This design comes from an exercise in tuning for small area, a short achievable clock period and few clock cycles per item on the open sky130 flow, not from production work.
RTL that was checked went through simulation tests only; none was proved equivalent to the original.
Power is estimated from default activity; no workload was simulated.

==> flow/design.v <==
module thoken_dec (
    input  wire        clk,
    input  wire        rst,
    input  wire        start_valid,
    output wire        start_ready,
    input  wire [1:0]  start_bpp,      
    input  wire [15:0] start_bytes,    
    input  wire        in_valid,
    output reg         in_ready,
    input  wire [7:0]  in_data,
    output reg         px_valid,
    output reg  [3:0]  px_data,
    output reg         done,
    output reg         ok
);
    localparam S_IDLE  = 2'd0,
               S_DEC   = 2'd1,
               S_FIN   = 2'd2,
               S_DRAIN = 2'd3;
    localparam M_ROW = 2'd0,       
               M_LIT = 2'd1,       
               M_RUN = 2'd2;       
    reg [1:0]  state;
    reg [1:0]  mode;
    reg        b1, b2, b4;         
    reg [15:0] nleft;              
    reg        more;               
    reg [7:0]  ib;                 
    reg        ibv;
    reg [31:0] w;                  
    reg [6:0]  wcnt;               
    reg [8:0]  rem;                
    reg [7:0]  ydec;               
    reg        row0;               
    reg        rxr;                
    reg        bad;
    reg        errq;               
    reg        pv;
    reg        pc;                 
    reg        pfill;
    reg [3:0]  pval;
    reg        pxr;
    reg [3:0]  pz;
    reg        nv;
    reg [3:0]  nval;
    reg        nxr;
    reg [8:0]  nlen;
    reg        n1;                 
    reg        cv;
    reg [3:0]  cval;
    reg        cxr;
    reg [8:0]  ccnt;               
    reg        clast;              
    reg [255:0] d0, d1, d2, d3;
    reg [7:0]  lag;                
    reg        started;
    reg        sync;               
    integer k;
    assign start_ready = (state == S_IDLE);
    wire take = in_valid && in_ready;
    wire [3:0] up    = {d3[255], d2[255], d1[255], d0[255]};
    wire       emit  = cv && sync;
    wire [3:0] px    = cxr ? (cval ^ up) : cval;
    wire       cfree = !cv || (emit && clast);
    wire       nfree = !nv || cfree;
    wire       ppart = pv && !pc;
    wire       pmove = pv && pc && nfree;      
    wire       pfree = !pv || pmove;
    wire [31:0] st;                
    genvar gi;
    generate for (gi = 0; gi < 32; gi = gi + 1) begin : g_st
        assign st[gi] = w[31 - gi];
    end endgenerate
    wire is_row = (mode == M_ROW);
    wire is_lit = (mode == M_LIT);
    wire is_run = (mode == M_RUN);
    wire c_fill = is_row && !st[0];             
    wire c_rlit = is_row && st[0] && st[1];     
    wire c_rrun = is_row && st[0] && !st[1];    
    wire c_p1   = is_run && !ppart;             
    wire c_p2   = is_run && ppart;              
    wire zapp   = c_rrun || c_p1;
    function [3:0] fld;
        input [6:0] s;             
        input       f1, f2;
        begin
            if (f1)      fld = {3'd0, s[0]};
            else if (f2) fld = {2'd0, s[0], s[1]};
            else         fld = {s[0], s[1], s[2], s[3]};
        end
    endfunction
    wire [3:0] v0 = fld(st[6:0], b1, b2);
    wire [3:0] v2 = fld(st[8:2], b1, b2);
    wire [3:0] v3 = fld(st[9:3], b1, b2);
    wire [3:0] dval = c_rrun ? v3 : c_rlit ? v2 : v0;
    wire [8:0] seg = is_row ? (b1 ? st[12:4] : b2 ? st[13:5] : st[15:7])
                            : (b1 ? st[9:1]  : b2 ? st[10:2] : st[12:4]);
    reg  [8:0] zh;                 
    reg  [3:0] z;
    always @(*) begin
        zh = 9'd0;
        z  = 4'd0;
        for (k = 8; k >= 0; k = k - 1)
            if (seg[k]) begin
                zh = 9'd1 << k;
                z  = k;
            end
    end
    wire znone = (seg == 9'd0);
    reg [4:0] pre;
    always @(*) begin
        if (c_fill)      pre = 5'd2;
        else if (c_rlit) pre = b1 ? 5'd3 : b2 ? 5'd4 : 5'd6;
        else if (c_rrun) pre = seg[0] ? (b1 ? 5'd5 : b2 ? 5'd6 : 5'd8)
                                      : (b1 ? 5'd4 : b2 ? 5'd5 : 5'd7);
        else if (is_lit) pre = b1 ? 5'd1 : b2 ? 5'd2 : 5'd4;
        else if (c_p1)   pre = seg[0] ? (b1 ? 5'd2 : b2 ? 5'd3 : 5'd5)
                                      : (b1 ? 5'd1 : b2 ? 5'd2 : 5'd4);
        else             pre = {pz, 1'b1};
    end
    wire bits_ok = (!more && !ibv) ||
                   (is_row ? (wcnt >= 7'd16) :
                    is_lit ? (wcnt >= 7'd4)  :
                    ppart  ? (wcnt >= 7'd17) : (wcnt >= 7'd13));
    reg  [8:0]  plen;
    always @(*) begin
        case (pz)
            4'd1:    plen = {6'd0, w[31:29]};
            4'd2:    plen = {4'd0, w[31:27]};
            4'd3:    plen = {2'd0, w[31:25]};
            4'd4:    plen = w[31:23];
            4'd5:    plen = w[29:21];
            4'd6:    plen = w[27:19];
            4'd7:    plen = w[25:17];
            4'd8:    plen = w[23:15];
            default: plen = 9'd1;
        endcase
    end
    wire complete = c_fill || c_rlit || is_lit || (zapp && seg[0]) || c_p2;
    wire to_p     = zapp && !seg[0] && !znone;
    wire dec      = (state == S_DEC) && bits_ok && (c_p2 ? nfree : pfree);
    wire err_z   = zapp && znone;
    wire err_len = c_p2 && (plen > rem);
    wire row_end = c_fill || (c_p2 ? (plen == rem) : (rem == 9'd1));
    wire last_row_end = complete && row_end && (ydec == 8'd255);
    wire       merge = (state == S_DEC) && ibv && !wcnt[6] && (wcnt[5:0] <= 6'd24);
    wire [6:0] wadd  = wcnt + (merge ? 7'd8 : 7'd0);
    wire [6:0] wleft = wadd - {2'd0, pre};
    wire       ovq   = wcnt[6] && (state == S_DEC || state == S_FIN);
    wire       err   = err_z || err_len;
    wire [31:0] wm  = w | (merge ? ({ib, 24'd0} >> wcnt[4:0]) : 32'd0);
    reg  [31:0] wz;
    always @(*) begin
        wz = dec ? 32'd0 : wm;
        for (k = 1; k < 18; k = k + 1)
            if (dec && pre == k) wz = wz | (wm << k);
    end
    wire drain_done = !more && (bad || (!cv && !nv && !pv)) && !errq && !ovq;
    reg [1:0] state_n;
    always @(*) begin
        state_n = state;
        case (state)
            S_IDLE:  if (start_valid) state_n = S_DEC;
            S_DEC:   if (dec && last_row_end) state_n = S_FIN;
            S_FIN:   state_n = S_DRAIN;
            S_DRAIN: if (drain_done) state_n = S_IDLE;
        endcase
        if (errq || ovq) state_n = S_DRAIN;
    end
    wire more_n = (state == S_IDLE) ? 1'b1 : take ? (nleft != 16'd1) : more;
    wire room_n = (state == S_IDLE) || (!wadd[6] && wadd[5:0] <= 6'd24);
    wire ibv_n = (state == S_DEC) && (take || (ibv && !merge));
    wire in_ready_n = more_n && (((state_n == S_DEC) && (!ibv_n || room_n)) || (state_n == S_DRAIN));
    wire [7:0] lag_n = (started && !emit) ? lag + 8'd1 : lag;
    always @(posedge clk) begin
        d0 <= {d0[254:0], emit ? px[0] : d0[255]};
        d1 <= {d1[254:0], emit ? px[1] : d1[255]};
        d2 <= {d2[254:0], emit ? px[2] : d2[255]};
        d3 <= {d3[254:0], emit ? px[3] : d3[255]};
    end
    always @(posedge clk) begin
        begin
            state    <= state_n;
            in_ready <= in_ready_n;
            px_valid <= emit;
            px_data  <= px;
            done     <= 1'b0;
            lag     <= lag_n;
            sync    <= (started || emit) ? (lag_n == 8'd0) : ((nv && pv) || state != S_DEC);
            if (emit) started <= 1'b1;
            if (take) begin
                nleft <= nleft - 16'd1;
                more  <= (nleft != 16'd1);
            end
            ibv <= ibv_n;
            w    <= (state == S_IDLE) ? 32'd0 : wz;
            wcnt <= (state == S_IDLE) ? 7'd0  : dec ? wleft : wadd;
            if (take)
                ib <= {in_data[0], in_data[1], in_data[2], in_data[3],
                       in_data[4], in_data[5], in_data[6], in_data[7]};
            if (cfree) begin
                cv    <= nv;
                cval  <= nval;
                cxr   <= nxr;
                ccnt  <= nlen;
                clast <= n1;
                nv    <= 1'b0;
            end else if (emit) begin
                ccnt  <= ccnt - 9'd1;
                clast <= (ccnt == 9'd2);
            end
            if (pmove) begin
                nv    <= 1'b1;
                nval  <= pval;
                nxr   <= pxr;
                nlen  <= pfill ? 9'd256 : 9'd1;
                n1    <= !pfill;
                pv    <= 1'b0;
            end
            errq <= dec && err;
            case (state)
                S_IDLE: if (start_valid) begin
                    b1      <= (start_bpp == 2'd0);
                    b2      <= (start_bpp == 2'd1);
                    b4      <= (start_bpp == 2'd2);
                    nleft   <= start_bytes;
                    more    <= 1'b1;
                    mode    <= M_ROW;
                    rem     <= 9'd256;
                    ydec    <= 8'd0;
                    row0    <= 1'b1;
                    bad     <= 1'b0;
                    lag     <= 8'd0;
                    sync    <= 1'b0;
                    started <= 1'b0;
                end
                S_DEC: begin
                    if (dec) begin
                        if (c_p2) begin
                            nv   <= 1'b1;
                            nval <= pval;
                            nxr  <= pxr;
                            nlen <= plen;
                            n1   <= 1'b0;
                            pv   <= 1'b0;
                        end else if (complete || to_p) begin
                            pv    <= 1'b1;
                            pc    <= complete;
                            pfill <= c_fill;
                            pval  <= tval;
                            pxr   <= txr;
                            pz    <= z;
                        end
                        if (c_rrun) rxr <= st[2] && !row0;
                        if (complete && row_end) begin
                            mode <= M_ROW;
                            rem  <= 9'd256;
                            ydec <= ydec + 8'd1;
                            row0 <= 1'b0;
                        end else begin
                            if (c_rlit) mode <= M_LIT;
                            if (c_rrun) mode <= M_RUN;
                            if (complete) rem <= rem - (c_p2 ? plen : 9'd1);
                        end
                    end
                end
                S_FIN: begin
                    if (more || ibv || wcnt >= 7'd8 || w != 32'd0) bad <= 1'b1;
                end
                S_DRAIN: if (drain_done) begin
                    done  <= 1'b1;
                    ok    <= !bad;
                    cv    <= 1'b0;
                    nv    <= 1'b0;
                    pv    <= 1'b0;
                end
            endcase
            if (errq || ovq) begin
                bad <= 1'b1;
                pv  <= 1'b0;
                nv  <= 1'b0;
                cv  <= 1'b0;
            end
        end
        if (rst) begin
            state    <= S_IDLE;
            in_ready <= 1'b0;
            px_valid <= 1'b0;
            done     <= 1'b0;
            more     <= 1'b0;
            ibv      <= 1'b0;
            pv       <= 1'b0;
            errq     <= 1'b0;
            nv       <= 1'b0;
            cv       <= 1'b0;
        end
    end
    wire [3:0] tval = c_fill ? 4'd0 : dval;
    wire       txr  = c_fill ? (st[1] && !row0) :
                      c_rrun ? (st[2] && !row0) :
                      c_p1   ? rxr : 1'b0;
endmodule
Settings: LEC_CHECK=0, CAP_MARGIN=20, CORE_MARGIN=2, CORE_UTILIZATION=42, CTS_CLUSTER_DIAMETER=60, CTS_CLUSTER_SIZE=30, SETUP_SLACK_MARGIN=3.9, SLEW_MARGIN=20; clock period 7.0 ns.
run.sh (not shown) runs the stock make flow with config.mk's settings and CLKGATE_MAP_FILE= SYNTH_SCRIPT=/design/flow/synth_recipe.tcl, a recipe that flattens the netlist after the stock synthesis.
Testbench counts at the start, summed over its fixed seeds: cycles 1,179,834, items 1,179,648.
==> next run, changes <==
- CORE_UTILIZATION: 42 -> 51
After rerunning: Utilization goes up by 9.4 points; via count goes down slightly; setup slack improves by 180 ps; die area goes down by about a fifth.
==> next run, changes <==
- CORE_UTILIZATION: 51 -> 55
- SETUP_SLACK_MARGIN: 3.9 -> 3.75
After rerunning: Setup slack is worse by 150 ps. Final cell count falls by 3.5%. Worst hold slack hardly moves. Routed wire length rises by 1.2%.
==> next run, changes <==
- CTS_CLUSTER_DIAMETER: 60 -> 70
- CTS_CLUSTER_SIZE: 30 -> 36
- SETUP_SLACK_MARGIN: 3.75 -> 3.9
Setup slack gets better by 120 ps.
Via count came out lower by about 0.35%.
Maximum frequency went up by 3.6%.
Sequential share of layout area goes up by 0.50 points.
Cell count barely changes.
Count of clock-buffer cells in the layout decreases by 9.
Wire length came out lower by 3.2%.
Power shrinks by about 3.3%.
Sequential power is about the same.


// thoken_dec: RTL as listed in full above, without the edits since
export LEC_CHECK = 0
export CAP_MARGIN = 20
export CORE_MARGIN = 2
export CORE_UTILIZATION = 48
export CTS_CLUSTER_DIAMETER = 60
export CTS_CLUSTER_SIZE = 30
export SETUP_SLACK_MARGIN = 3.9
export SLEW_MARGIN = 20
create_clock -name core_clock -period 7.0 [get_ports {clk}]
The starting point completed without violations.
Testbench counts at the start, summed over its fixed seeds: cycles 1,179,834, items 1,179,648.
Next try:
CORE_UTILIZATION = 55   (was 48)
Outcome:
- non-clock buffer count came out lower by 26
- routed wire length barely changes
- final cell count came out lower by 3.9%
- clock-buffer cell count came out lower by 5
- critical path depth came out higher by 4
- first-iteration DRC count came out lower by 1.3%
- fmax came out lower by 6.3%
- power came out lower by 2.3%
- combinational power came out lower by 7.6%
- via count came out lower by 0.70%
- area after synthesis does not change
Next try:
CORE_UTILIZATION = 48   (was 55)
SETUP_SLACK_MARGIN = 3.75   (was 3.9)
Result: The changed run completed with no timing, DRC or antenna violations. Combinational power is higher by about 3%. Total power came out higher by 1.0%. Utilization went down by 7.6 points. Setup slack gains 0.13 ns. Critical path depth shrinks by 4. Design area goes up by 0.53%. Worst hold slack stays flat.
Next try:
SETUP_SLACK_MARGIN = 4.1   (was 3.75)
Effect: The changed run completed without violations. Critical path depth rose by 2. Final cell count goes up by a few percent. Global-route usage grows by 0.36 points. Non-clock buffer count went up by 84. Clock-buffer cell count rose by 4. Clock power rises by a few percent. Cell area grows by a few percent. Utilization went up by 2.4 points.


Another version of the RTL of thoken_dec (not shown whole).
For scale: ~2500 cells after synthesis, ~39 I/O pins, about 33000 um2 of cells after synthesis.
==> flow/design.v (excerpt) <==
module thoken_dec (
    input  wire        clk,
    input  wire        rst,
    input  wire        start_valid,
    output wire        start_ready,
    input  wire [1:0]  start_bpp,      
    input  wire [15:0] start_bytes,    
    input  wire        in_valid,
    output reg         in_ready,
    input  wire [7:0]  in_data,
    output reg         px_valid,
    output reg  [3:0]  px_data,
    output reg         done,
    output reg         ok
);
Settings: LEC_CHECK=0, CAP_MARGIN=20, CORE_MARGIN=2, CORE_UTILIZATION=55, CTS_CLUSTER_DIAMETER=60, CTS_CLUSTER_SIZE=30, SETUP_SLACK_MARGIN=4.3, SLEW_MARGIN=20; clock period 7.0 ns.
Testbench counts at the start, summed over its fixed seeds: cycles 1,179,857, items 1,179,648.
Rerun with:
--- a/flow/config.mk
+++ b/flow/config.mk
@@ -12,3 +12,3 @@
 export CTS_CLUSTER_SIZE = 30
-export SETUP_SLACK_MARGIN = 4.3
+export SETUP_SLACK_MARGIN = 3.3
 export SLEW_MARGIN = 20
Cell area is lower by 8.9%.
Non-clock buffer count is lower by 182.
Wire length is lower by 12%.
Clock-buffer cell count rises by 3.
Rerun with:
--- a/flow/config.mk
+++ b/flow/config.mk
@@ -12,3 +12,3 @@
 export CTS_CLUSTER_SIZE = 30
-export SETUP_SLACK_MARGIN = 3.3
+export SETUP_SLACK_MARGIN = 3.9
 export SLEW_MARGIN = 20
Cell count rises by about 3.8%. Global-route usage rises by 0.89 points. Count of clock-buffer cells in the layout falls by 1. Clock skew rises by 0.037 ns. Wire length rises by about 9%. Setup slack gets better by 0.32 ns. Flip-flop and latch count is unchanged.
Rerun with:
--- a/flow/config.mk
+++ b/flow/config.mk
@@ -12,3 +12,3 @@
 export CTS_CLUSTER_SIZE = 30
-export SETUP_SLACK_MARGIN = 3.9
+export SETUP_SLACK_MARGIN = 3.6
 export SLEW_MARGIN = 20
What happened:
- register-to-register slack got worse by 0.12 ns
- total power went down by 9.5%
- routed wire length went down by about 10%


== old ==
Another version of the RTL of thoken_dec (not shown whole).
Size in the first run: ~39 I/O pins, about 0.036 mm^2 of cells after synthesis.
clock: 7.0 ns
lec_check: 0
abc_clock_period_in_ps: 3500
cap_margin: 20
core_margin: 2
core_utilization: 40
cts_buf_list: sky130_fd_sc_hd__clkbuf_4 sky130_fd_sc_hd__clkbuf_8
cts_cluster_size: 30
setup_slack_margin: 3.0
slew_margin: 20
For new, these inputs were changed with respect to old:
diff --git a/flow/config.mk b/flow/config.mk
--- a/flow/config.mk
+++ b/flow/config.mk
@@ -7,3 +7,2 @@
 export LEC_CHECK = 0
-export ABC_CLOCK_PERIOD_IN_PS = 3500
 export CAP_MARGIN = 20
@@ -13,3 +12,2 @@
 export CTS_CLUSTER_SIZE = 30
-export SETUP_SLACK_MARGIN = 3.0
 export SLEW_MARGIN = 20
Results
- The area share of buffers outside the clock network of new falls short of that of old by 3.1 points.
- Any difference in synthesized cell count between old and new is small enough to ignore.
- Taking old as the reference, in new share of the final layout cell area in sequential cells rose by 4.0 points, detailed-routing wirelength on met1 fell by 5.7%, overall power after layout fell by 0.0013 W.
- Of new and old, it is new that has the lower area added between synthesis and finish.
- Number of I/O port buffers: new vs old identical
- Against old, worst hold slack in new came out better.
- Comparing total met3 wirelength after detailed routing for new and old, the smaller number came from new.
- Against old, the final cell area of new is lower.
Function was not checked in any run of this note: the RTL went through the layout flow alone.

## afterwards: timing with drivers on the ports
How much do the figures lean on ideal ports? The routed layouts below were timed once more, with nothing changed but the port constraints.
Step 1, drivers: a clkbuf_16 drives clk and a buf_2 each remaining input, both assumed.
Step 2 moves the port delays by t, midway between the first and last clock arrival at a register: inputs arrive t later, outputs are due t later. That takes back most of the time a late clock gives input paths.
a / b / c = ideal / step 1 / step 2; a / b = the first two.
run | t (ns) | slack for setup (ns) | clock arrival spread, ns | slew at the worst register clock pin (ns)
the first run of note 1 | 0.691 | 3.494 / 3.494 / 3.494 | 0.043 / 0.042 | 0.10 / 0.10
the second run of note 1 | 0.702 | 3.675 / 3.675 / 3.622 | 0.053 / 0.054 | 0.10 / 0.10
the third run of note 1 | 0.702 | 3.528 / 3.528 / 3.528 | 0.067 / 0.067 | 0.11 / 0.11
the fourth run of note 1 | 0.683 | 3.649 / 3.649 / 3.649 | 0.054 / 0.053 | 0.12 / 0.12
the first run of note 2 | 0.699 | 3.751 / 3.751 / 3.550 | 0.084 / 0.084 | 0.10 / 0.10
the second run of note 2 | 0.691 | 3.531 / 3.531 / 3.531 | 0.061 / 0.060 | 0.11 / 0.11
the third run of note 2 | 0.693 | 3.658 / 3.658 / 3.658 | 0.059 / 0.060 | 0.10 / 0.10
the fourth run of note 2 | 0.701 | 3.681 / 3.681 / 3.638 | 0.059 / 0.059 | 0.10 / 0.10
the first run of note 3 | 0.717 | 3.586 / 3.586 / 3.586 | 0.052 / 0.052 | 0.10 / 0.10
the second run of note 3 | 0.705 | 3.392 / 3.392 / 3.315 | 0.048 / 0.048 | 0.11 / 0.11
the third run of note 3 | 0.713 | 3.714 / 3.714 / 3.470 | 0.085 / 0.085 | 0.10 / 0.10
the fourth run of note 3 | 0.701 | 3.590 / 3.590 / 3.414 | 0.043 / 0.043 | 0.11 / 0.11
old | 0.855 | 2.968 / 2.968 / 2.582 | 0.078 / 0.079 | 0.07 / 0.07
new | 0.878 | 1.143 / 1.143 / 1.143 | 0.054 / 0.054 | 0.07 / 0.07
After both steps every run listed still meets setup and hold. The setup slack of old, which loses most, moves by 0.000 ns with the drivers and by -0.386 ns with both steps.
